Context: an optimization exercise on an open-source flow, tuned for small area, a short achievable clock period and few clock cycles per item. The choices shown serve that exercise and are no tape-out recipe. In this exercise RTL edits were held to simulation tests only and were not proved equivalent to the original.

==> run D: inputs <==
==> flow/design.v <==
module crc_unit (
    input  wire        clk,
    input  wire        rst,
    input  wire        wr_valid,
    output wire        wr_ready,
    input  wire [3:0]  wr_addr,
    input  wire [31:0] wr_data,
    output wire        idle,
    output reg  [31:0] crc_state,
    output wire [31:0] crc_result,
    output reg  [31:0] count,
    output reg         match,
    output reg         mismatch,
    output reg         feed_err,
    output reg  [2:0]  err_code,
    output reg  [15:0] cnt_mismatch
);
    localparam [3:0] A_CTL = 4'd0, A_CTX_LO = 4'd1, A_CTX_HI = 4'd2, A_POLY = 4'd3,
                     A_STATE = 4'd4, A_EXPECT = 4'd5, A_FEED_B = 4'd6, A_FEED_H = 4'd7,
                     A_FEED_W = 4'd8, A_FLAGS = 4'd9;
    localparam [31:0] POLY_C  = 32'h82F6_3B78;   
    localparam [31:0] POLY_IE = 32'hEDB8_8320;   
    localparam [31:0] INV_C   = 32'hDEA7_13F1;   
    localparam [31:0] INV_IE  = 32'hF701_1641;
    reg [31:0] ctx_lo, ctx_hi, poly_reg, expect_r;
    reg [31:0] poly;         
    reg [31:1] rinv;         
    reg        s_inv1, s_inv2;   
    reg        s_ctx;            
    reg        s_ctxh;           
    reg        s_cmp;            
    reg        rdy;              
    reg        ctx_go;           
    reg        cmp_go;           
    reg        e_v;              
    reg [31:0] e_d;              
    reg        e_m1, e_m2, e_m4; 
    reg        e_cnt;            
    reg        inv_mode;         
    assign wr_ready   = rdy;
    assign idle       = rdy && !e_v;
    assign crc_result = ~crc_state;
    wire [31:0] c_al   = ({32{e_m4}} & crc_state) |
                         ({32{e_m2}} & {crc_state[15:0], 16'd0}) |
                         ({32{e_m1}} & {crc_state[7:0], 24'd0});
    wire [31:0] c_post = ({32{e_m2}} & {16'd0, crc_state[31:16]}) |
                         ({32{e_m1}} & {8'd0, crc_state[31:8]});
    wire [31:0] u = c_al ^ e_d;
    wire [31:0] coef;
    genvar g;
    generate
        for (g = 0; g < 16; g = g + 1) begin : g_coef
            if (g == 0) begin : g0
                assign coef[0] = 1'b1;
            end else begin : gn
                assign coef[2*g] = inv_mode ? rinv[g] : rinv[2*g];
            end
            assign coef[2*g+1] = ~inv_mode & rinv[2*g+1];
        end
    endgenerate
    wire [31:0] q;
    generate
        for (g = 0; g < 32; g = g + 1) begin : g_q
            wire [31:0] t;
            genvar h;
            for (h = 0; h < 32; h = h + 1) begin : g_t
                if (h < g) begin : ga
                    assign t[h] = coef[g-h] & u[h];
                end else if (h == g) begin : gb
                    assign t[h] = u[h];
                end else begin : gc
                    assign t[h] = 1'b0;
                end
            end
            assign q[g] = ^t;
        end
    endgenerate
    wire [31:0] red;
    generate
        for (g = 0; g < 32; g = g + 1) begin : g_red
            wire [31:0] t;
            genvar h;
            for (h = 0; h < 32; h = h + 1) begin : g_t
                if (h >= g) begin : ga
                    assign t[h] = q[h] & poly[g+31-h];
                end else begin : gb
                    assign t[h] = 1'b0;
                end
            end
            assign red[g] = ^t;
        end
    endgenerate
    wire [31:0] crc_step = red ^ c_post;
    function [7:0] inv8(input [31:0] p);
        integer i, j;
        reg [7:0] r;
        begin
            r = 8'd1;
            for (i = 1; i < 8; i = i + 1)
                for (j = 0; j < i; j = j + 1)
                    r[i] = r[i] ^ (r[j] & p[i-1-j]);
            inv8 = r;
        end
    endfunction
    wire [7:0] r8 = inv8(poly_reg);
    wire acc   = wr_valid && rdy;
    wire a_ctl = (wr_addr == A_CTL);
    wire a_fb  = (wr_addr == A_FEED_B);
    wire a_fh  = (wr_addr == A_FEED_H);
    wire a_fw  = (wr_addr == A_FEED_W);
    wire hi_b  = (wr_data[31:16] != 16'd0);
    wire mid_b = (wr_data[15:8] != 8'd0);
    wire err1  = (a_fb && (hi_b || mid_b)) || (a_fh && hi_b);
    wire err3  = a_ctl && wr_data[4] && (wr_data[1:0] == 2'd3);
    wire feed  = (a_fb || a_fh || a_fw) && !err1;
    wire start = a_ctl && wr_data[4] && (wr_data[1:0] != 2'd3);
    wire cmp   = a_ctl && wr_data[5];
    wire sel2  = wr_data[1];
    wire ctxb  = wr_data[3];
    wire [31:0] wd0 = wr_data & {32{~rst}};
    wire cmp_eq = (~crc_state == expect_r);
    wire cmp_ff = (expect_r == 32'd0);      
    task do_compare(input eq);
        begin
            match    <= eq;
            mismatch <= ~eq;
            if (!eq && cnt_mismatch != 16'hFFFF) cnt_mismatch <= cnt_mismatch + 16'd1;
        end
    endtask
    always @(posedge clk) begin
        if (rst || (acc && wr_addr == A_CTX_LO)) ctx_lo   <= wd0;
        if (rst || (acc && wr_addr == A_CTX_HI)) ctx_hi   <= wd0;
        if (rst || (acc && wr_addr == A_EXPECT)) expect_r <= wd0;
        if (rst || (acc && wr_addr == A_POLY))   poly_reg <= rst ? POLY_C : wr_data;
    end
    always @(posedge clk) begin
        if (rdy) begin
            if (acc && start && sel2)
                e_d <= {poly_reg[30:0], 1'b1};
            else if (acc && start)
                e_d <= ctx_lo;
            else
                e_d <= a_fb ? {wr_data[7:0], 24'd0} :
                       a_fh ? {wr_data[15:0], 16'd0} : wr_data;
        end else if (s_inv2) begin
            e_d <= ctx_lo;
        end else if (s_ctx) begin
            e_d <= ctx_hi;
        end
    end
    always @(posedge clk) begin
        if (rst) begin
            poly         <= POLY_C;
            rinv         <= INV_C[31:1];
            s_inv1       <= 1'b0;
            s_inv2       <= 1'b0;
            s_ctx        <= 1'b0;
            s_ctxh       <= 1'b0;
            s_cmp        <= 1'b0;
            rdy          <= 1'b1;
            ctx_go       <= 1'b0;
            cmp_go       <= 1'b0;
            e_v          <= 1'b0;
            e_m1         <= 1'b0;
            e_m2         <= 1'b0;
            e_m4         <= 1'b0;
            e_cnt        <= 1'b0;
            inv_mode     <= 1'b0;
            crc_state    <= 32'hFFFF_FFFF;
            count        <= 32'd0;
            match        <= 1'b0;
            mismatch     <= 1'b0;
            feed_err     <= 1'b0;
            err_code     <= 3'd0;
            cnt_mismatch <= 16'd0;
        end else begin
            if (e_v) begin
                crc_state <= crc_step;
                if (e_cnt) count <= count + {29'd0, e_m4, e_m2, e_m1};
            end
            e_v <= 1'b0;
            s_inv1 <= 1'b0;
            s_inv2 <= s_inv1;
            s_ctx  <= 1'b0;
            s_ctxh <= 1'b0;
            s_cmp  <= 1'b0;
            inv_mode <= 1'b0;
            if (s_inv1 || s_inv2)
                rinv <= q[31:1];
            if (s_inv1) begin
                inv_mode <= 1'b1;
            end
            if (s_inv2) begin
                if (ctx_go) begin
                    e_v <= 1'b1; e_m1 <= 1'b0; e_m2 <= 1'b0; e_m4 <= 1'b1; e_cnt <= 1'b0;
                    s_ctx <= 1'b1;
                end else begin
                    rdy <= 1'b1;
                end
            end
            if (s_ctx) begin
                e_v <= 1'b1;
                if (cmp_go) s_ctxh <= 1'b1;
                else        rdy <= 1'b1;
            end
            if (s_ctxh) s_cmp <= 1'b1;
            if (s_cmp) begin
                do_compare(cmp_eq);
                rdy <= 1'b1;
            end
            if (acc) begin
                if ((err1 || err3) && !feed_err) begin
                    feed_err <= 1'b1;
                    err_code <= err3 ? 3'd3 : 3'd1;
                end
                if (feed) begin
                    e_v   <= 1'b1;
                    e_m1  <= a_fb;
                    e_m2  <= a_fh;
                    e_m4  <= a_fw;
                    e_cnt <= 1'b1;
                end
                if (start) begin
                    crc_state <= 32'hFFFF_FFFF;
                    count     <= 32'd0;
                    match     <= 1'b0;
                    mismatch  <= 1'b0;
                    ctx_go    <= ctxb;
                    cmp_go    <= wr_data[5];
                    case (wr_data[1:0])
                        2'd0:    begin poly <= POLY_C;   rinv <= INV_C[31:1];  end
                        2'd1:    begin poly <= POLY_IE;  rinv <= INV_IE[31:1]; end
                        default: begin poly <= poly_reg; rinv <= {24'd0, r8[7:1]}; end
                    endcase
                    if (sel2) begin
                        e_m1 <= 1'b0; e_m2 <= 1'b0; e_m4 <= 1'b0;
                        s_inv1 <= 1'b1;
                        inv_mode <= 1'b1;
                        rdy <= 1'b0;
                    end else if (ctxb) begin
                        e_v <= 1'b1; e_m1 <= 1'b0; e_m2 <= 1'b0; e_m4 <= 1'b1; e_cnt <= 1'b0;
                        s_ctx <= 1'b1;
                        rdy <= 1'b0;
                    end
                    if (wr_data[5] && !ctxb)
                        do_compare(cmp_ff);
                end else if (cmp) begin
                    if (e_v) begin
                        s_cmp <= 1'b1;
                        rdy <= 1'b0;
                    end else begin
                        do_compare(cmp_eq);
                    end
                end
                if (wr_addr == A_STATE) crc_state <= wr_data;
                if (wr_addr == A_FLAGS && wr_data[3]) begin
                    feed_err <= 1'b0;
                    err_code <= 3'd0;
                end
            end
        end
    end
endmodule
==> flow/run.sh <==
#!/bin/bash
# synth_recipe.tcl (not shown) runs the flow's synth.tcl, then flattens the netlist and writes it again
# the make line also repeats each setting of config.mk as NAME=value (left out here)
make -C /OpenROAD-flow-scripts/flow DESIGN_CONFIG=/design/flow/config.mk WORK_HOME=/design/flow/orfs CLKGATE_MAP_FILE= SYNTH_SCRIPT=/design/flow/synth_recipe.tcl finish
==> flow/config.mk <==
export PLATFORM = sky130hd
export DESIGN_NAME = crc_unit
export DESIGN_NICKNAME = crc_unit
export VERILOG_FILES = /design/flow/design.v
export SDC_FILE = /design/flow/constraint.sdc
export NUM_CORES = 4
export LEC_CHECK = 0
export CAP_MARGIN = 20
export CORE_MARGIN = 2
export CORE_UTILIZATION = 40
export SETUP_SLACK_MARGIN = 4
export SLEW_MARGIN = 20
==> flow/constraint.sdc <==
create_clock -name core_clock -period 8.0 [get_ports {clk}]
set_input_delay 1.6000 -clock core_clock [delete_from_list [all_inputs] [get_ports {clk}]]
set_output_delay 1.6000 -clock core_clock [all_outputs]
set_load 0.01 [all_outputs]
==> run R: changes against run D <==
Settings changed: ABC_AREA set to 1, SETUP_SLACK_MARGIN 4 to 3.
==> run A: changes against run D <==
Settings changed: SETUP_SLACK_MARGIN 4 to 3.
==> results.txt <==
	run A	run R	run D
Total routed wirelength	124900 um	216200 um	137800 um
Average routed wire per standard cell	26.37 um	22.22 um	28.13 um
Routed wire length on met3	13970 um	27890 um	18800 um
Result of the run	finished clean	finished clean	finished clean
Floorplan die height	277.7 um	331.9 um	277.7 um
FF-to-FF path depth	14	28	17
Post-layout instance area	33900 um2	47730 um2	36850 um2
Fraction of standard cell area in multi-input logic	60.82%	64.30%	58.65%
CTS clk-pin slew, worst paths	0.06 ns	0.07 ns	0.06 ns
Clock network area share	3.469%	2.559%	3.345%
Total CTS buffers	36	37	36
Critical path required time	8.45 ns	8.36 ns	8.46 ns
Total routing usage reported by global routing	31.44%	37.24%	34.05%
Setup slack of the most critical reg-to-reg path	3.10 ns	3.08 ns	3.67 ns
Gpl congestion	0.9562	1.016	0.9386
Effective utilization at floorplan	40.31%	40.23%	40.31%
Testbench counts of run D, summed over its fixed seeds: cycles 29,665, bytes 64,883.
Testbench counts of run R, summed over its fixed seeds: cycles 29,665, bytes 64,883.
Testbench counts of run A, summed over its fixed seeds: cycles 29,665, bytes 64,883.

-- port drivers added, routing unchanged --
The results above use ideal ports. As a check the final layouts listed here were re-extracted and re-timed, cells and wires unchanged.
Step 1 sets driving cells, clkbuf_16 on the clock port and buf_2 on the other inputs (assumed; they add their load-dependent delay and slew).
Step 2 adds t to the input delays and takes it off the output delays; t is the mean of the earliest and latest rising clock arrival at the registers after step 1. Input paths then give back, and output paths get back, about the clock's delay inside the block.
a / b / c = ideal / step 1 / step 2; a / b = the first two.
| run | shift t [ns] | setup WS [ns] | worst setup path after step 2 | worst data-port slew with drivers (ns) |
|---|---|---|---|---|
| run D | 0.637 | 3.666 / 3.666 / 3.143 | input to register | 0.05 |
| run R | 0.651 | 3.076 / 3.076 / 2.506 | input to register | 0.04 |
| run A | 0.622 | 3.100 / 3.100 / 2.594 | input to register | 0.05 |
After both steps setup and hold are still met in every run listed. The setup slack of run R, which loses most, moves by 0.000 ns with the drivers and by -0.570 ns with both steps.
